This is an optimization exercise on Yosys and OpenROAD, whose aim is small area, a short achievable clock period and few clock cycles, not a production implementation. In this exercise RTL edits were held to simulation tests only and were not proved equivalent to the original.

==> flow/design.v <==
module pol_trtcm_mul (
    input  [31:0] a,
    input  [24:0] b,
    output [56:0] y
);
    wire [26:0] bx = {2'b00, b};
    reg  [56:0] acc;
    reg  [2:0]  dg;
    reg  [32:0] sel;
    reg         neg;
    integer i;
    always @* begin
        acc = 57'd0;
        for (i = 0; i < 13; i = i + 1)
            acc = acc - (57'd1 << (33 + 2 * i));
        for (i = 0; i < 13; i = i + 1) begin
            dg = {bx[2*i+1], bx[2*i], (i == 0) ? 1'b0 : bx[2*i-1]};
            case (dg)
                3'b001, 3'b010: begin sel = {1'b0, a}; neg = 1'b0; end
                3'b011:         begin sel = {a, 1'b0}; neg = 1'b0; end
                3'b100:         begin sel = {a, 1'b0}; neg = 1'b1; end
                3'b101, 3'b110: begin sel = {1'b0, a}; neg = 1'b1; end
                default:        begin sel = 33'd0;     neg = 1'b0; end
            endcase
            acc = acc + ({23'd0, ~neg, neg ? ~sel : sel} << (2 * i))
                      + ({56'd0, neg} << (2 * i));
        end
    end
    assign y = acc;
endmodule
module pol_trtcm_div8m (
    input  [56:0] xp,
    input  [24:0] c,
    output [34:0] q,
    output [22:0] r,
    output [22:0] n,
    output        rz
);
    wire [34:0] nh = xp[56:22] + {32'd0, c[24:22]};
    wire [43:0] s =
          {9'd0, nh >> 31} + {9'd0, nh >> 29} - {9'd0, nh >> 27}
        - {9'd0, nh >> 25} + {9'd0, nh >> 23} + {9'd0, nh >> 18}
        - {9'd0, nh >> 16} - {9'd0, nh >> 12} - {9'd0, nh >> 7}
        + {9'd0, nh >> 4}  - {9'd0, nh >> 1}  + {8'd0, nh, 1'b0}
        + {4'd0, nh, 5'd0} - 44'd6;
    wire [34:0] est = s[43] ? 35'd0 : s[40:6];
    wire [24:0] e9  = {est[15:0], 9'd0};
    wire [24:0] rem = xp[24:0] + c - e9 - (e9 << 3) - (e9 << 8) + (e9 << 10) - (e9 << 14);
    wire        ge1 = rem >= 25'd8000000;
    wire        ge2 = rem >= 25'd16000000;
    assign q  = est + {33'd0, ge2, ge1 && !ge2};
    assign r  = ge2 ? (rem - 25'd16000000) : ge1 ? (rem - 25'd8000000) : rem;
    assign n  = ge2 ? (rem - 25'd16000001) : ge1 ? (rem - 25'd8000001) : (rem - 25'd1);
    assign rz = ge2 ? (rem == 25'd16000000) : ge1 ? (rem == 25'd8000000) : (rem == 25'd0);
endmodule
module pol_trtcm (
    input             clk,
    input             rst,
    input             in_valid,
    output            in_ready,
    input      [2:0]  in_op,
    input      [1:0]  in_flow,
    input      [15:0] in_len,
    input      [31:0] in_now,
    input      [3:0]  in_addr,
    input      [31:0] in_data,
    output reg        out_valid,
    input             out_ready,
    output reg [31:0] out_data
);
    localparam OP_FRAME  = 3'd0;
    localparam OP_SWEEP  = 3'd1;
    localparam OP_PWRITE = 3'd3;
    localparam OP_READ   = 3'd4;
    localparam [24:0] RATE_MAX  = 25'd25000000;
    localparam [23:0] BURST_MIN = 24'd1522;
    localparam K_ZERO  = 3'd0;
    localparam K_ONE   = 3'd1;
    localparam K_NOFL  = 3'd2;    
    localparam K_READ  = 3'd3;
    localparam K_FRAME = 3'd4;
    localparam K_SWEEP = 3'd5;
    reg [3:0]  p_valid;
    reg [24:0] p_cir   [0:3];
    reg [24:0] p_pir   [0:3];
    reg [23:0] p_cbs   [0:3];
    reg [23:0] p_pbs   [0:3];
    reg [1:0]  p_ya    [0:3];
    reg [23:0] s_c     [0:3];
    reg [23:0] s_p     [0:3];
    reg [31:0] s_time  [0:3];
    reg [31:0] c_yel   [0:3];
    reg [31:0] c_red   [0:3];
    reg [24:0] stg_w0, stg_w1;
    reg [23:0] stg_w2;
    reg        v0;
    reg [2:0]  op0;
    reg [1:0]  fl0;
    reg [15:0] len0;
    reg [31:0] now0;
    reg [3:0]  ad0;
    reg [31:0] dat0;
    reg        v1, v2, v3, v4, v5, v6;
    reg [2:0]  k1, k2, k3, k4, k5, k6;
    reg [1:0]  fl1, fl2, fl3, fl4, fl5, fl6;
    reg [15:0] len1, len2, len3, len4, len5, len6;
    reg [31:0] now1, now2, now3;
    reg [56:0] xp2;
    reg [31:0] elp2;
    reg [24:0] c2;
    reg [22:0] dq2;               
    reg        dv2;               
    reg [24:0] pir2, pir3;
    reg [34:0] pb3;
    reg [22:0] n3;                
    reg        r3z;               
    reg [31:0] el3;
    reg [2:0]  np3;               
    reg [26:0] p3x3;              
    reg [56:0] y4;                
    reg [25:0] pa4, pa5;
    reg [24:0] pbs4, pbs5, pbs6;  
    reg [34:0] cq5;               
    reg [24:0] cbs6;              
    wire lg1 = k1[2];
    wire lg2 = k2[2];
    wire lg3 = k3[2];
    wire lg6 = k6[2];
    wire out_ok = !out_valid || out_ready;
    wire d_hold;
    wire adv = out_ok && !d_hold;     
    wire fs0     = (op0 == OP_FRAME) || (op0 == OP_SWEEP);
    wire long0   = fs0 && p_valid[fl0];
    wire commit0 = (op0 == OP_PWRITE) && (ad0[1:0] == 2'd3);
    wire [31:0] gap0 = now0 - now2;
    wire hz_long = long0 && ((v1 && lg1 && fl1 == fl0) ||
                             (v2 && lg2 && fl2 == fl0 && gap0[31:23] == 9'h1ff));
    wire hz_comm = commit0 && ((v1 && fl1 == fl0) || (v2 && fl2 == fl0) ||
                               (v3 && fl3 == fl0) || (v4 && fl4 == fl0) ||
                               (v5 && fl5 == fl0) || (v6 && fl6 == fl0));
    wire go0     = v0 && adv && !hz_long && !hz_comm;
    assign in_ready = !v0 || go0;
    wire accept  = in_valid && in_ready;
    wire commit_ok = (stg_w0 <= stg_w1) && (stg_w1 <= RATE_MAX) &&
                     (stg_w2 >= BURST_MIN) && (dat0[23:0] >= BURST_MIN) &&
                     (dat0[25:24] != 2'd3);
    wire do_commit = go0 && commit0 && commit_ok;
    reg [2:0] kind0;
    always @* begin
        case (op0)
            OP_FRAME:  kind0 = p_valid[fl0] ? K_FRAME : K_NOFL;
            OP_SWEEP:  kind0 = p_valid[fl0] ? K_SWEEP : K_ZERO;
            OP_PWRITE: kind0 = (commit0 && commit_ok) ? K_ONE : K_ZERO;
            OP_READ:   kind0 = K_READ;
            default:   kind0 = K_ZERO;
        endcase
    end
    wire        fwd1  = v3 && lg3 && (fl3 == fl1);
    wire [31:0] base1 = fwd1 ? now3 : s_time[fl1];
    wire [31:0] elp1  = now1 - base1;
    wire [24:0] pir1  = p_pir[fl1];
    wire [56:0] xp1;
    pol_trtcm_mul u_mx (.a(elp1), .b(pir1), .y(xp1));
    wire [34:0] pb2;
    wire [22:0] r2_unused, n2;
    wire        rz2;
    pol_trtcm_div8m u_dx (.xp(xp2), .c(c2), .q(pb2), .r(r2_unused), .n(n2), .rz(rz2));
    wire [31:0] el2 = elp2 + (dv2 ? {9'd0, dq2} : 32'd0) + {31'd0, dv2};
    reg  [2:0]  np2;
    always @* begin
        if (pir2[24:23] != 2'd0)      np2 = 3'd0;    
        else if (pir2[22:17] != 6'd0) np2 = 3'd1;    
        else if (pir2[16:11] != 6'd0) np2 = 3'd2;    
        else if (pir2[10:5]  != 6'd0) np2 = 3'd3;    
        else                          np2 = 3'd4;    
    end
    wire [26:0] p3x2 = {2'd0, pir2} + {1'b0, pir2, 1'b0};
    wire [24:0] cir3  = p_cir[fl3];
    wire [25:0] p2x3  = {pir3, 1'b0};
    reg  [24:0] dv_rem;
    reg  [23:0] dv_num;
    reg  [22:0] dv_q;
    reg  [2:0]  dv_left;
    reg         dv_act;
    reg  [24:0] rem0;
    reg  [23:0] num0;
    always @* begin
        case (np3)
            3'd1:    begin rem0 = {2'd0, n3} >> 6;  num0 = {n3[5:0],  18'd0}; end
            3'd2:    begin rem0 = {2'd0, n3} >> 12; num0 = {n3[11:0], 12'd0}; end
            3'd3:    begin rem0 = {2'd0, n3} >> 18; num0 = {n3[17:0], 6'd0};  end
            default: begin rem0 = 25'd0;            num0 = {1'b0, n3};        end
        endcase
    end
    wire [24:0] dr_in = dv_act ? dv_rem : rem0;
    wire [23:0] dn_in = dv_act ? dv_num : num0;
    wire [22:0] dq_in = dv_act ? dv_q   : 23'd0;
    wire [2:0]  dl_in = dv_act ? dv_left : np3;
    reg  [24:0] dr_o;
    reg  [23:0] dn_o;
    reg  [22:0] dq_o;
    reg  [26:0] dtry;
    reg         g1, g2, g3;
    integer j;
    always @* begin
        dr_o = dr_in;
        dn_o = dn_in;
        dq_o = dq_in;
        for (j = 0; j < 3; j = j + 1) begin
            dtry = {dr_o, dn_o[23:22]};
            dn_o = {dn_o[21:0], 2'b00};
            g1 = dtry >= {2'd0, pir3};
            g2 = dtry >= {1'd0, p2x3};
            g3 = dtry >= p3x3;
            if (g3)
                dr_o = dtry - p3x3;
            else if (g2)
                dr_o = dtry - {1'd0, p2x3};
            else if (g1)
                dr_o = dtry - {2'd0, pir3};
            else
                dr_o = dtry[24:0];
            dq_o = {dq_o[20:0], g2, g1 && (g3 || !g2)};
        end
    end
    assign d_hold     = v3 && lg3 && !r3z && (dl_in > 3'd1);
    wire        dz    = (dl_in == 3'd0);
    wire [22:0] q3    = dz ? 23'd0 : dq_o;
    wire [24:0] rm3   = dz ? {2'd0, n3} : dr_o;           
    wire [25:0] np3s  = {3'd0, n3} + {1'b0, pir3};
    wire [25:0] c3w   = np3s - {1'b0, rm3};
    wire [24:0] c3    = r3z ? 25'd0 : c3w[24:0];
    wire [31:0] t3    = r3z ? now3 : (now3 + {9'h1ff, ~q3});
    wire [56:0] y3;
    pol_trtcm_mul u_my (.a(el3), .b(cir3), .y(y3));
    wire [25:0] pa3   = pb3[25:0] * cir3;
    wire [24:0] pbs3  = (pb3[34:24] != 11'd0) ? 25'h1000000 : pb3[24:0];
    wire        rd3   = (k3 == K_READ);
    wire [34:0] cq4;
    wire [22:0] cr4_unused;
    wire [22:0] cn4_unused;
    wire        cz4_unused;
    pol_trtcm_div8m u_dy (.xp(y4), .c(25'd0), .q(cq4), .r(cr4_unused), .n(cn4_unused), .rz(cz4_unused));
    wire        rd4   = (k4 == K_READ);
    wire [25:0] pc5   = cq5[25:0] * p_pir[fl5];
    wire [25:0] dd5   = pa5 - pc5;
    wire [34:0] cb5   = dd5[25] ? (cq5 - 35'd1) : cq5;
    wire [24:0] cbs5  = (cb5[34:24] != 11'd0) ? 25'h1000000 : cb5[24:0];
    wire        rd5   = (k5 == K_READ);
    wire [23:0] cur_cbs = p_cbs[fl6];
    wire [23:0] cur_pbs = p_pbs[fl6];
    wire [1:0]  cur_ya  = p_ya[fl6];
    wire [25:0] p_sum   = {2'd0, s_p[fl6]} + {1'b0, pbs6};
    wire [25:0] c_sum   = {2'd0, s_c[fl6]} + {1'b0, cbs6};
    wire [23:0] p_new   = (p_sum > {2'd0, cur_pbs}) ? cur_pbs : p_sum[23:0];
    wire [23:0] c_new   = (c_sum > {2'd0, cur_cbs}) ? cur_cbs : c_sum[23:0];
    wire        is_red  = p_new < {8'd0, len6};
    wire        is_yel  = !is_red && (c_new < {8'd0, len6});
    wire        yel_drop = is_yel && (cur_ya == 2'd2);
    wire        yel_mark = is_yel && (cur_ya == 2'd1);
    wire [1:0]  colour  = is_red ? 2'd2 : is_yel ? 2'd1 : 2'd0;
    wire        passes  = !is_red && !yel_drop;
    wire        frame6  = (k6 == K_FRAME);
    wire [3:0]  ad6 = len6[3:0];    
    reg  [31:0] rd_data;
    always @* begin
        case (ad6)
            4'd0: rd_data = {8'd0, s_c[fl6]};
            4'd1: rd_data = {8'd0, s_p[fl6]};
            4'd2: rd_data = {cbs6[6:0], pbs6};      
            4'd3: rd_data = c_yel[fl6];
            4'd4: rd_data = c_red[fl6];
            4'd5: rd_data = {30'd0, p_ya[fl6]};
            default: rd_data = 32'd0;
        endcase
        if (!p_valid[fl6])
            rd_data = 32'd0;
        if (ad6 == 4'd5)
            rd_data[31] = p_valid[fl6];
    end
    reg [31:0] res6;
    always @* begin
        case (k6)
            K_ONE:   res6 = 32'd1;
            K_NOFL:  res6 = 32'h0000_0010;
            K_READ:  res6 = rd_data;
            K_FRAME: res6 = {28'd0, yel_mark, passes, colour};
            default: res6 = 32'd0;
        endcase
    end
    always @(posedge clk) begin
        if (rst) begin
            v0 <= 1'b0;
            v1 <= 1'b0;
            v2 <= 1'b0;
            v3 <= 1'b0;
            v4 <= 1'b0;
            v5 <= 1'b0;
            v6 <= 1'b0;
            out_valid <= 1'b0;
            out_data  <= 32'd0;
            dv_act    <= 1'b0;
        end else begin
            if (accept)
                v0 <= 1'b1;
            else if (go0)
                v0 <= 1'b0;
            if (adv) begin
                v1 <= go0;
                v2 <= v1;
                v3 <= v2;
            end
            if (out_ok) begin
                v4 <= v3 && !d_hold;
                v5 <= v4;
                v6 <= v5;
                out_valid <= v6;
                out_data  <= res6;
            end
            if (d_hold)
                dv_act <= 1'b1;
            else if (adv)
                dv_act <= 1'b0;
        end
    end
    always @(posedge clk) begin
        if (accept) begin
            op0  <= in_op;
            fl0  <= in_flow;
            len0 <= in_len;
            now0 <= in_now;
            ad0  <= in_addr;
            dat0 <= in_data;
        end
        if (adv) begin
            k1   <= kind0;
            fl1  <= fl0;
            len1 <= (op0 == OP_READ) ? {12'd0, ad0} : len0;
            now1 <= now0;
            k2   <= k1;
            fl2  <= fl1;
            len2 <= len1;
            now2 <= now1;
            xp2  <= xp1;
            elp2 <= elp1;
            c2   <= fwd1 ? c3 : 25'd0;
            dq2  <= q3;
            dv2  <= fwd1 && !r3z;
            pir2 <= pir1;
            pir3 <= pir2;
            p3x3 <= p3x2;
            k3   <= k2;
            fl3  <= fl2;
            len3 <= len2;
            now3 <= now2;
            pb3  <= pb2;
            n3   <= n2;
            r3z  <= rz2;
            el3  <= el2;
            np3  <= np2;
        end
        if (out_ok) begin
            k4   <= k3;
            fl4  <= fl3;
            len4 <= len3;
            y4   <= rd3 ? {25'd0, s_time[fl3]} : y3;
            pa4  <= pa3;
            pbs4 <= pbs3;
            k5   <= k4;
            fl5  <= fl4;
            len5 <= len4;
            cq5  <= rd4 ? {3'd0, y4[31:0]} : cq4;
            pa5  <= pa4;
            pbs5 <= pbs4;
            k6   <= k5;
            fl6  <= fl5;
            len6 <= len5;
            cbs6 <= rd5 ? {18'd0, cq5[31:25]} : cbs5;
            pbs6 <= rd5 ? cq5[24:0] : pbs5;
        end
        if (d_hold) begin
            dv_rem  <= dr_o;
            dv_num  <= dn_o;
            dv_q    <= dq_o;
            dv_left <= dl_in - 3'd1;
        end
    end
    always @(posedge clk) begin
        if (rst) begin
            stg_w0 <= 25'd0;
            stg_w1 <= 25'd0;
            stg_w2 <= 24'd0;
        end else if (go0 && op0 == OP_PWRITE) begin
            case (ad0[1:0])
                2'd0: stg_w0 <= dat0[24:0];
                2'd1: stg_w1 <= dat0[24:0];
                2'd2: stg_w2 <= dat0[23:0];
                default: ;
            endcase
        end
    end
    wire wr_t = adv && v3 && lg3;
    wire wr_b = out_ok && v6 && lg6;
    integer i;
    always @(posedge clk) begin
        for (i = 0; i < 4; i = i + 1) begin
            if (rst)
                p_valid[i] <= 1'b0;
            else if (do_commit && fl0 == i[1:0])
                p_valid[i] <= 1'b1;
            if (do_commit && fl0 == i[1:0]) begin
                p_cir[i]   <= stg_w0;
                p_pir[i]   <= stg_w1;
                p_cbs[i]   <= stg_w2;
                p_pbs[i]   <= dat0[23:0];
                p_ya[i]    <= dat0[25:24];
                s_c[i]     <= stg_w2;
                s_p[i]     <= dat0[23:0];
                s_time[i]  <= now0;
                c_yel[i]   <= 32'd0;
                c_red[i]   <= 32'd0;
            end else begin
                if (wr_t && fl3 == i[1:0])
                    s_time[i] <= t3;
                if (wr_b && fl6 == i[1:0]) begin
                    if (frame6) begin
                        s_p[i] <= is_red ? p_new : (p_new - {8'd0, len6});
                        s_c[i] <= (is_red || is_yel) ? c_new : (c_new - {8'd0, len6});
                        if (is_yel && !yel_drop)
                            c_yel[i] <= c_yel[i] + 32'd1;
                        if (is_red || yel_drop)
                            c_red[i] <= c_red[i] + 32'd1;
                    end else begin
                        s_p[i] <= p_new;
                        s_c[i] <= c_new;
                    end
                end
            end
        end
    end
endmodule
==> flow/run.sh <==
#!/bin/bash
# synth_recipe.tcl (not shown) runs the flow's synth.tcl, then flattens the netlist and writes it again
# the make line also repeats each setting of config.mk as NAME=value (left out here)
make -C /OpenROAD-flow-scripts/flow DESIGN_CONFIG=/design/flow/config.mk WORK_HOME=/design/flow/orfs CLKGATE_MAP_FILE= SYNTH_SCRIPT=/design/flow/synth_recipe.tcl finish
==> flow/config.mk <==
export PLATFORM = sky130hd
export DESIGN_NAME = pol_trtcm
export DESIGN_NICKNAME = pol_trtcm
export VERILOG_FILES = /design/flow/design.v
export SDC_FILE = /design/flow/constraint.sdc
export NUM_CORES = 4
export LEC_CHECK = 0
export CAP_MARGIN = 20
export CORE_MARGIN = 2
export CORE_UTILIZATION = 40
export SLEW_MARGIN = 20
==> flow/constraint.sdc <==
create_clock -name core_clock -period 15.0 [get_ports {clk}]
set_input_delay 3.0000 -clock core_clock [delete_from_list [all_inputs] [get_ports {clk}]]
set_output_delay 3.0000 -clock core_clock [all_outputs]
set_load 0.01 [all_outputs]
==> run notes, run 1 <==
- R2r worst-path depth: 74
- Clk buf depth: 4
- Starting Density: 0.402
- CTS tree: done
- Fin crit period: 14520 ps
- Global-route wire length before repair: between 1000000 and 1500000 µm
- Core area: roughly 0.5 mm²
- Slew Limit Fails: 0
- Drt via density: between 5 and 6
- Most frequent CP cell: buf_4
- Least-Margin Pin Slew: approximately 1200 ps
- Data required time at the worst endpoint: approximately 16000 ps
- Worst min-delay path startpoint: k1[1]$_DFFE_PP_
- Syn_area_per_cell: approximately 10 µm²
- Crit-path slowest cell: fa_1
- Hold depth: 0
- Max Cap Viol: 0
- I/O pins: 127
- Synth-to-layout area growth: 12.8%
- Worst Hold Endpoint: k2[1]$_DFFE_PP_
- Async set-reset flop share out of synthesis: 0
- Crit. Startpoint: np3[0]$_SDFFCE_PP0P_
- Nets: 23.8k
- Clock Skews: 157 ps
- Final Cycle Share: 0.968
- Final HPWL DP: between 500000 and 600000 µm
- Remaining DRCs: 0
- Placed Area: 0.213 mm²
- IO buf count: 120
- CP max stage delay: 480 ps
- Die ar.: a little under 0.5 mm²
- Total wire length: 700000 µm
- Synth Cell Area: ~0.20 mm²
- DRT iter0 DRCs: about 18k
- Share of layout cells above drive strength 1: 0.126
- Vias in the first global route: between 150k and 200k
- H-tree depth: 4
- Critical path peak fanout: 9
- Crit path DAT: roughly 15000 ps
- Number of synthesized flops with an enable pin: 1640
- Maximum clock rate: 68.9 MHz
- Slew HR: 0.202
- Tightest Hold Check Type: reg -> reg
- Setup crit end kind: register
- # hold bufs at CTS: 0
- Num CTS Buffers: 226
- Total Routing Usage GR: 0.274
- Clock Sinks: about 2.0k
- Worst skew pair latency: 1020 ps
- Initial antenna violation count: 35
- #FFs+latches synth: a little over 2k
- Worst-path clk slew: roughly 60 ps
- Synthesized net count: ~23k
- R2R setup slack: 480 ps
- Final Instance Count excl. Fillers: 27.1k
- Die Ht: approximately 710 µm
- Total gr overflow: 0
- Finished Cell Area: 0.222 mm²
- Pin count of the biggest net entering global routing: 138
- Floorplan row count: 257
- Final setup viols: 0
- Synthesis Warnings: 12
- Drt pass-1 iters: 8
- Most frequent cells in the layout: inv_1 (2340), nand2_1 (1723), fa_1 (1693), edfxtp_1 (1640), ha_1 (1567)
- Worst r2r dst: c2[24]$_SDFFCE_PN0P_
- Via Count: between 150k and 200k
- CTS Root Cell: clkbuf_16
- Placed Cells: roughly 27k
- Wire length per cell: roughly 26 µm
- RePlAce Congestion: about 1
- Status: timing/DRC/antenna clean
- Worst setup SP type: register
- Hold_ws: between 300 and 400 ps
- Seq/Total Area, Yosys: 0.288
- ANT nets after route: 0
- Commonest non-fill, non-tap cell in the layout: inv_1
- CP Class: reg -> reg
- Reg2Reg Launch Point: np3[0]$_SDFFCE_PP0P_
- Hold Fails Final Rpt: 0
- Synth unique cells: 111
- Die W: ~700 µm
- Top FF cell, synth: edfxtp_1
- Post-Syn Instances: between 15k and 20k
==> area by class of cell <==
cell class / instances / area, µm²
fillers: 46100 / 268000
multi-input cells: 14300 / 129000
flip-flops and latches: 2015 / 56800
repair buffers: 1455 / 11500
inverters: 2371 / 8920
well taps: 6475 / 8100
clock buffers: 256 / 5870
clock inverters: 167 / 1810
diodes: 40 / 100
==> logic make-up (layout without fill, tap and decap cells) <==
group	Yosys count	in the layout	synth area share
AND/OR/NAND/NOR	4963	4963	0.118
AO/OA/AOI/OAI	3615	3615	0.121
buffers and inverters	3433	4249	0.0657
adder cells (fa/ha/maj)	3290	3290	0.274
flip-flops	2015	2015	0.288
XOR/XNOR	1692	1692	0.0754
multiplexers	739	739	0.0580
other	0	40	0
==> state kept, by name, summed over array words and instances, names as in the netlist, 96 cells and up <==
name,cells
c_red,128
c_yel,128
p_pbs,96
s_p,96
p_cir,100
s_time,128
p_cbs,96
s_c,96
p_pir,100
==> through the flow <==
| stage | utilization | setup TNS, ps | setup slack (ps) |
|---|---|---|---|
| floorplan | - | - | -16070 |
| CTS | 0.451 | 0 | 13.6 |
| global route | 0.453 | -83.4 | -39.6 |
| global placement | 0.435 | -25820 | -957 |
| finish | 0.453 | 0 | 480 |
| detailed placement | 0.435 | -17860 | -809 |
==> worst max-delay path: cells and delay by family (launching register included) <==
family	cells	cell delay (ps)
AO/OA/AOI/OAI	36	7100
adder cells (fa/ha/maj)	5	1810
buffers and inverters	20	2840
flip-flops	1	440
multiplexers	2	500
AND/OR/NAND/NOR	11	1670
==> worst max path at each step <==
stage / slack, ps / cells after the start / end
2_1_floorplan: -16070 / 6 / in_ready
3_3_place_gp: -960 / 69 / c2[24]$_SDFFCE_PN0P_
3_5_place_dp: -810 / 69 / c2[24]$_SDFFCE_PN0P_
4_1_cts: 10 / 74 / c2[24]$_SDFFCE_PN0P_
5_1_grt: -40 / 68 / n3[22]$_DFFE_PP_
6_report: 480 / 74 / c2[24]$_SDFFCE_PN0P_
==> layer usage <==
metal  wire (µm)  up-vias  GRT usage
met3       73700     1557     0.0553
met2      297000     8245      0.408
met4       38400       16      0.126
li1            -    69600          -
met1      291000    78400      0.383
met5         120        -          0
==> cells in the mapped netlist (138+ instances only) <==
library cell | number | area, µm²
nand3_1 | 296 | 1480
and2_1 | 327 | 2050
nand2b_1 | 138 | 863
o22ai_1 | 151 | 945
mux2_2 | 188 | 2120
xor2_1 | 424 | 3710
a221oi_1 | 205 | 1800
nand2_1 | 1739 | 6530
mux2i_1 | 247 | 2470
mux4_2 | 302 | 6800
nor3_1 | 245 | 1230
clkbuf_1 | 916 | 3440
inv_1 | 2347 | 8810
fa_1 | 1697 | 34000
nor2_1 | 1310 | 4920
a22oi_1 | 461 | 3460
a21o_1 | 258 | 1940
xnor2_1 | 1267 | 11100
nor2b_1 | 143 | 895
edfxtp_1 | 1640 | 49200
nand4_1 | 144 | 901
o21ai_0 | 611 | 3060
ha_1 | 1593 | 19900
a21oi_1 | 955 | 4780
dfxtp_1 | 375 | 7510
==> repair_timing <==
item                                    in CTS  in global routing
cloned                                       0                  1
pin swaps                                    5                 94
gates resized for setup                     29                178
setup buffers                                8                 28
hold endpoints to repair                     0                  0
endpoints found under the setup margin      68                126
Testbench counts, summed over its fixed seeds: cycles 5,098.
==> inputs of run 2 (changes only) <==
--- a/flow/design.v
+++ b/flow/design.v
@@ -30,7 +30,8 @@
 endmodule
-module pol_trtcm_div8m (
+module pol_trtcm_div8m #(parameter KMAX = 6) (
     input  [56:0] xp,
-    input  [24:0] c,
-    output [34:0] q,
-    output [22:0] r,
+    input  [25:0] ca,
+    input  [24:0] cb,
+    output [34:0] e,
+    output [2:0]  k,
     output [22:0] n,
@@ -38,3 +39,3 @@
 );
-    wire [34:0] nh = xp[56:22] + {32'd0, c[24:22]};
+    wire [34:0] nh = xp[56:22];
     wire [43:0] s =
@@ -45,11 +46,23 @@
         + {4'd0, nh, 5'd0} - 44'd6;
-    wire [34:0] est = s[43] ? 35'd0 : s[40:6];
-    wire [24:0] e9  = {est[15:0], 9'd0};
-    wire [24:0] rem = xp[24:0] + c - e9 - (e9 << 3) - (e9 << 8) + (e9 << 10) - (e9 << 14);
-    wire        ge1 = rem >= 25'd8000000;
-    wire        ge2 = rem >= 25'd16000000;
-    assign q  = est + {33'd0, ge2, ge1 && !ge2};
-    assign r  = ge2 ? (rem - 25'd16000000) : ge1 ? (rem - 25'd8000000) : rem;
-    assign n  = ge2 ? (rem - 25'd16000001) : ge1 ? (rem - 25'd8000001) : (rem - 25'd1);
-    assign rz = ge2 ? (rem == 25'd16000000) : ge1 ? (rem == 25'd8000000) : (rem == 25'd0);
+    assign e = s[43] ? 35'd0 : s[40:6];
+    wire [25:0] e9  = {e[16:0], 9'd0};
+    wire [25:0] rem = xp[25:0] + ca - {1'b0, cb} - e9 - (e9 << 3) - (e9 << 8) + (e9 << 10) - (e9 << 14);
+    reg  [2:0]  kk;
+    reg  [22:0] nn;
+    reg         zz;
+    integer j;
+    always @* begin
+        kk = 3'd0;
+        nn = rem[22:0] - 23'd1;
+        zz = (rem == 26'd0);
+        for (j = 1; j <= KMAX; j = j + 1)
+            if (rem >= j * 26'd8000000) begin
+                kk = j[2:0];
+                nn = rem - (j * 26'd8000000 + 26'd1);
+                zz = (rem == j * 26'd8000000);
+            end
+    end
+    assign k  = kk;
+    assign n  = nn;
+    assign rz = zz;
 endmodule
@@ -106,6 +119,7 @@
     reg [15:0] len1, len2, len3, len4, len5, len6;
-    reg [31:0] now1, now2, now3;
+    reg [31:0] now1, now2, now3, now4;
     reg [56:0] xp2;
     reg [31:0] elp2;
-    reg [24:0] c2;
+    reg [25:0] ca2;               
+    reg [24:0] cb2;
     reg [22:0] dq2;               
@@ -113,3 +127,4 @@
     reg [24:0] pir2, pir3;
-    reg [34:0] pb3;
+    reg [34:0] pe3;               
+    reg [2:0]  pk3;
     reg [22:0] n3;                
@@ -119,6 +134,11 @@
     reg [26:0] p3x3;              
-    reg [56:0] y4;                
+    reg [22:0] q4;                
+    reg        r4z;
+    reg [25:0] ca4;               
+    reg [24:0] cb4;
+    reg [56:0] y4;
     reg [25:0] pa4, pa5;
     reg [24:0] pbs4, pbs5, pbs6;  
-    reg [34:0] cq5;               
+    reg [34:0] ce5;               
+    reg        ck5;
     reg [24:0] cbs6;              
@@ -127,2 +147,3 @@
     wire lg3 = k3[2];
+    wire lg4 = k4[2];
     wire lg6 = k6[2];
@@ -134,5 +155,7 @@
     wire commit0 = (op0 == OP_PWRITE) && (ad0[1:0] == 2'd3);
-    wire [31:0] gap0 = now0 - now2;
+    wire [31:0] gap02 = now0 - now2;
+    wire [31:0] gap03 = now0 - now3;
     wire hz_long = long0 && ((v1 && lg1 && fl1 == fl0) ||
-                             (v2 && lg2 && fl2 == fl0 && gap0[31:23] == 9'h1ff));
+                             (v2 && lg2 && fl2 == fl0 && gap02[31:23] == 9'h1ff) ||
+                             (v3 && lg3 && fl3 == fl0 && gap03[31:23] == 9'h1ff));
     wire hz_comm = commit0 && ((v1 && fl1 == fl0) || (v2 && fl2 == fl0) ||
@@ -157,4 +180,4 @@
     end
-    wire        fwd1  = v3 && lg3 && (fl3 == fl1);
-    wire [31:0] base1 = fwd1 ? now3 : s_time[fl1];
+    reg         fw3, fw4;
+    wire [31:0] base1 = fw3 ? now3 : fw4 ? now4 : s_time[fl1];
     wire [31:0] elp1  = now1 - base1;
@@ -163,6 +186,8 @@
     pol_trtcm_mul u_mx (.a(elp1), .b(pir1), .y(xp1));
-    wire [34:0] pb2;
-    wire [22:0] r2_unused, n2;
+    wire [34:0] pe2;
+    wire [2:0]  pk2;
+    wire [22:0] n2;
     wire        rz2;
-    pol_trtcm_div8m u_dx (.xp(xp2), .c(c2), .q(pb2), .r(r2_unused), .n(n2), .rz(rz2));
+    pol_trtcm_div8m #(.KMAX(6)) u_dx (.xp(xp2), .ca(ca2), .cb(cb2),
+                                      .e(pe2), .k(pk2), .n(n2), .rz(rz2));
     wire [31:0] el2 = elp2 + (dv2 ? {9'd0, dq2} : 32'd0) + {31'd0, dv2};
@@ -229,6 +254,4 @@
     wire [24:0] rm3   = dz ? {2'd0, n3} : dr_o;           
-    wire [25:0] np3s  = {3'd0, n3} + {1'b0, pir3};
-    wire [25:0] c3w   = np3s - {1'b0, rm3};
-    wire [24:0] c3    = r3z ? 25'd0 : c3w[24:0];
-    wire [31:0] t3    = r3z ? now3 : (now3 + {9'h1ff, ~q3});
+    wire [25:0] ca3   = {3'd0, n3} + {1'b0, pir3};
+    wire [34:0] pb3   = pe3 + {32'd0, pk3};
     wire [56:0] y3;
@@ -237,9 +260,11 @@
     wire [24:0] pbs3  = (pb3[34:24] != 11'd0) ? 25'h1000000 : pb3[24:0];
-    wire        rd3   = (k3 == K_READ);
-    wire [34:0] cq4;
-    wire [22:0] cr4_unused;
+    wire [31:0] t4    = r4z ? now4 : (now4 + {9'h1ff, ~q4});
+    wire [34:0] ce4;
+    wire [2:0]  ck4;
     wire [22:0] cn4_unused;
     wire        cz4_unused;
-    pol_trtcm_div8m u_dy (.xp(y4), .c(25'd0), .q(cq4), .r(cr4_unused), .n(cn4_unused), .rz(cz4_unused));
+    pol_trtcm_div8m #(.KMAX(1)) u_dy (.xp(y4), .ca(26'd0), .cb(25'd0),
+                                      .e(ce4), .k(ck4), .n(cn4_unused), .rz(cz4_unused));
     wire        rd4   = (k4 == K_READ);
+    wire [34:0] cq5   = ce5 + {34'd0, ck5};
     wire [25:0] pc5   = cq5[25:0] * p_pir[fl5];
@@ -311,6 +336,6 @@
                 v3 <= v2;
+                v4 <= v3;
             end
             if (out_ok) begin
-                v4 <= v3 && !d_hold;
-                v5 <= v4;
+                v5 <= v4 && adv;
                 v6 <= v5;
@@ -336,2 +361,4 @@
             k1   <= kind0;
+            fw3  <= v2 && lg2 && (fl2 == fl0);
+            fw4  <= v3 && lg3 && (fl3 == fl0);
             fl1  <= fl0;
@@ -345,8 +372,19 @@
             elp2 <= elp1;
-            c2   <= fwd1 ? c3 : 25'd0;
-            dq2  <= q3;
-            dv2  <= fwd1 && !r3z;
             pir2 <= pir1;
-            pir3 <= pir2;
-            p3x3 <= p3x2;
+            if (fw3) begin
+                ca2 <= r3z ? 26'd0 : ca3;
+                cb2 <= r3z ? 25'd0 : rm3;
+                dq2 <= q3;
+                dv2 <= !r3z;
+            end else if (fw4) begin
+                ca2 <= ca4;
+                cb2 <= cb4;
+                dq2 <= q4;
+                dv2 <= !r4z;
+            end else begin
+                ca2 <= 26'd0;
+                cb2 <= 25'd0;
+                dq2 <= 23'd0;
+                dv2 <= 1'b0;
+            end
             k3   <= k2;
@@ -355,3 +393,6 @@
             now3 <= now2;
-            pb3  <= pb2;
+            pir3 <= pir2;
+            p3x3 <= p3x2;
+            pe3  <= pe2;
+            pk3  <= pk2;
             n3   <= n2;
@@ -360,4 +401,2 @@
             np3  <= np2;
-        end
-        if (out_ok) begin
             k4   <= k3;
@@ -365,5 +404,12 @@
             len4 <= len3;
-            y4   <= rd3 ? {25'd0, s_time[fl3]} : y3;
+            now4 <= now3;
+            q4   <= q3;
+            r4z  <= r3z;
+            ca4  <= r3z ? 26'd0 : ca3;
+            cb4  <= r3z ? 25'd0 : rm3;
+            y4   <= y3;
             pa4  <= pa3;
             pbs4 <= pbs3;
+        end
+        if (out_ok) begin
             k5   <= k4;
@@ -371,3 +417,4 @@
             len5 <= len4;
-            cq5  <= rd4 ? {3'd0, y4[31:0]} : cq4;
+            ce5  <= rd4 ? {3'd0, s_time[fl4]} : ce4;
+            ck5  <= rd4 ? 1'b0 : ck4[0];
             pa5  <= pa4;
@@ -401,3 +448,3 @@
     end
-    wire wr_t = adv && v3 && lg3;
+    wire wr_t = adv && v4 && lg4;
     wire wr_b = out_ok && v6 && lg6;
@@ -422,4 +469,4 @@
             end else begin
-                if (wr_t && fl3 == i[1:0])
-                    s_time[i] <= t3;
+                if (wr_t && fl4 == i[1:0])
+                    s_time[i] <= t4;
                 if (wr_b && fl6 == i[1:0]) begin
--- a/flow/config.mk
+++ b/flow/config.mk
@@ -10,2 +10,3 @@
 export CORE_UTILIZATION = 40
+export SETUP_SLACK_MARGIN = 2
 export SLEW_MARGIN = 20
==> run 2 against run 1 <==
Effect of this change:
- still clean
- count of clock-buffer cells in the layout up 26
- non-clock buffer count down 568
- register-to-register slack better by 980 ps
- synthesized area up 2.5%
==> run notes, run 2 <==
- Status: timing/DRC/antenna clean
- Commonest non-fill, non-tap cell in the layout: inv_1
- Floorplan row count: 260
- Die W: around 710 µm
- Worst r2r dst: n3[19]$_DFFE_PP_
- Slew Limit Fails: 0
- Worst skew pair latency: ~1100 ps
- H-tree depth: 4
- Setup TNS: 0 ps
- Core area: between 0.5 and 0.6 mm²
- Final setup viols: 0
- Most frequent cell after synthesis: inv_1
- Synth Cell Area: between 0.2 and 0.25 mm²
- Synth unique cells: between 100 and 150
- Synthesis Warnings: 14
- Async set-reset flop share out of synthesis: 0
- Initial antenna violation count: 23
- Drt pass-1 iters: 8
- I/O pins: 127
- Top FF cell, synth: edfxtp_1
- Global-route wire length before repair: ~1000000 µm
- Maximum clock rate: around 74 MHz
- Sequential standard cell area: between 0.06 and 0.07 mm²
- DRT iter0 DRCs: roughly 17k
- Share of layout cells above drive strength 1: 0.0939
- ANT nets after route: 0
- Total Routing Usage GR: 0.270
- Crit-path slowest cell: fa_2
- Nets: roughly 24k
- Reg2Reg Launch Point: xp2[53]$_DFFE_PP_
- Starting Density: 0.402
- # hold bufs at CTS: 0
- Die ar.: approximately 0.5 mm²
- Via Count: 158k
- Hold_ws: between 300 and 400 ps
- Critical path peak fanout: 5
- Synth-to-layout area growth: 10.4%
- Hold depth: 0
- Tightest Hold Check Type: reg -> reg
- Slew HR: 0.184
- Top flop regs: c_red x128, c_yel x128, s_time x128
- Hold Fails Final Rpt: 0
- Worst-path clk slew: approximately 60 ps
- Final HPWL DP: roughly 530000 µm
- Synthesized net count: 23.6k
- Area leader, netlist: edfxtp_1
- Total gr overflow: 0
- R2r worst-path depth: 59
- Total wire length: 704000 µm
- Finished Cell Area: 0.223 mm²
- Final Cycle Share: 0.903
- Post-synth top area share: 0.265
- Pin count of the biggest net entering global routing: around 170
- Number of synthesized flops with an enable pin: approximately 1.8k
- Vias in the first global route: ~150k
- CP max stage delay: roughly 570 ps
- Grt met2 use: 0.419
- CTS Root Cell: clkbuf_16
- Die Ht: 714 µm
- Remaining DRCs: 0
- Layout fillers: approximately 47k
- CP Class: reg -> reg
- Worst setup SP type: register
- Least-Margin Pin Slew: roughly 1200 ps
- Syn_area_per_cell: ~10 µm²
- CTS tree: done
- Most frequent cells in the layout: inv_1 (2355), edfxtp_1 (1778), fa_1 (1720), nand2_1 (1717), ha_1 (1578)
- Worst Hold Endpoint: pbs5[21]$_DFFE_PP_
- Max Cap Viol: 0
- Met3 GRT Util: 0.0605
- Placed Area: roughly 0.21 mm²
- GR peak layer: met2
- Data required time at the worst endpoint: approximately 16000 ps
- Clock Sinks: about 2.2k
- Seq/Total Area, Yosys: 0.302
- Synth top area cells: edfxtp_1 (26%), fa_1 (17%), ha_1 (9.9%)
- #FFs+latches synth: roughly 2.2k
- Worst min-delay path startpoint: pbs4[21]$_SDFFCE_PP0P_
- Post-synth top cells: inv_1 (2361), edfxtp_1 (1778), nand2_1 (1735)
- Unrepaired setup endpoints after global routing: true
- Num CTS Buffers: approximately 230
- Crit. Startpoint: xp2[53]$_DFFE_PP_
- Most frequent CP cell: a21o_1
- Crit path DAT: 14220 ps
- Clock Skews: 219 ps
- RePlAce Congestion: just under 1
- Multi-input logic area: about 0.13 mm²
- Fin crit period: 13540 ps
- Wire length per cell: 25.9 µm
- Clk buf depth: 4
- Post-Syn Instances: ~20k
- R2R setup slack: ~1500 ps
- GR Util met1: 0.358
- IO buf count: 120
- Setup crit end kind: register
- Drt via density: just under 6
==> run 2: changes by cell type after synthesis, sizes merged, moves of 81 or more <==
cell    delta
o22ai    +205
a21oi    +287
mux2i     -99
a22oi    -216
and2     -110
nor2     +123
xor2      -81
edfxtp   +138
mux2     -115
==> run 2: kinds of logic after synthesis <==
logic type	count (synthesis)	share of synthesized area
AO/OA/AOI/OAI	4052	0.129
multiplexers	519	0.0446
buffers and inverters	3479	0.0652
flip-flops	2153	0.302
AND/OR/NAND/NOR	5038	0.115
adder cells (fa/ha/maj)	3317	0.270
XOR/XNOR	1678	0.0735
==> run 2: how the worst max path moves through the flow <==
| stage | endpoint | slack (ps) | depth (start not counted) |
|---|---|---|---|
| after global placement | n3[22]$_DFFE_PP_ | 390 | 58 |
| after detailed placement | n3[22]$_DFFE_PP_ | 420 | 58 |
| after floorplan | in_ready | -26810 | 8 |
| after CTS | n3[19]$_DFFE_PP_ | 1450 | 59 |
| final | n3[19]$_DFFE_PP_ | 1460 | 59 |
| after global routing | n3[19]$_DFFE_PP_ | 950 | 61 |
==> run 2: through the flow <==
| step | util | setup slack, ps | cells |
|---|---|---|---|
| 3_3_place_gp | 0.425 | 395 | 26600 |
| 6_report | 0.444 | 1460 | 27200 |
| 3_5_place_dp | 0.425 | 419 | 26700 |
| 2_1_floorplan | - | -26810 | 20200 |
| 5_1_grt | 0.444 | 946 | 27100 |
| 4_1_cts | 0.442 | 1450 | 27100 |
==> run 2: critical path: cells and delay by family (launching register included) <==
| kind | cells | cell delay (ps) |
|---|---|---|
| adders and majority gates | 14 | 5440 |
| AOI/OAI and AO/OA | 24 | 4540 |
| and+or+nand+nor | 10 | 1840 |
| buffers and inverters | 10 | 980 |
| DFF | 1 | 470 |
| xor gates and xnor gates | 1 | 100 |
==> run 2: final cells by class <==
cell class	count	share of cell area
Clock buffer	282	0.0275
Inverter	2393	0.0405
Multi-Input combinational cell	14600	0.581
Antenna cell	12	0.000135
Sequential cell	2153	0.274
Clock inverter	147	0.00706
Timing Repair Buffer	887	0.0324
Tap cell	6681	0.0375
==> run 2: per-layer routing <==
layer / part of all wire / vias up
met1: 0.40 / 78600
met2: 0.44 / 7694
met4: 0.055 / 10
met5: 0.000091 / -
met3: 0.10 / 1489
li1: - / 70200
==> run 2: timing repair <==
item                                    CTS  global route
pin swaps                                67            36
cloned                                    0             0
gates resized for setup                 111           115
hold endpoints to repair                  0             0
buffers inserted                         33            35
endpoints found under the setup margin   94           479
Testbench counts of run 2, summed over its fixed seeds: cycles 5,098.

## static timing again, ports no longer ideal
How much do the figures lean on ideal ports? The routed layouts below were timed once more, with nothing changed but the port constraints. Step 1: set_driving_cell puts a clkbuf_16 on clk and a buf_2 on each other input, an assumption about the parent block. Step 2, shift: input delay + t, output delay - t, t = (earliest + latest rising clock arrival at the registers) / 2. This alone moves slack from input paths to output paths. Three values: ideal ports, drivers, drivers and shift; two values: the first two.
run | shift t [ns] | setup WS [ns] | clock arrival spread, ns | worst register clock-pin slew, ns
run 1 | 1.049 | 0.480 / 0.480 / 0.480 | 0.160 / 0.160 | 0.08 / 0.08
run 2 | 1.075 | 1.458 / 1.458 / 1.458 | 0.219 / 0.219 | 0.07 / 0.07
After both steps every run listed still meets setup and hold.
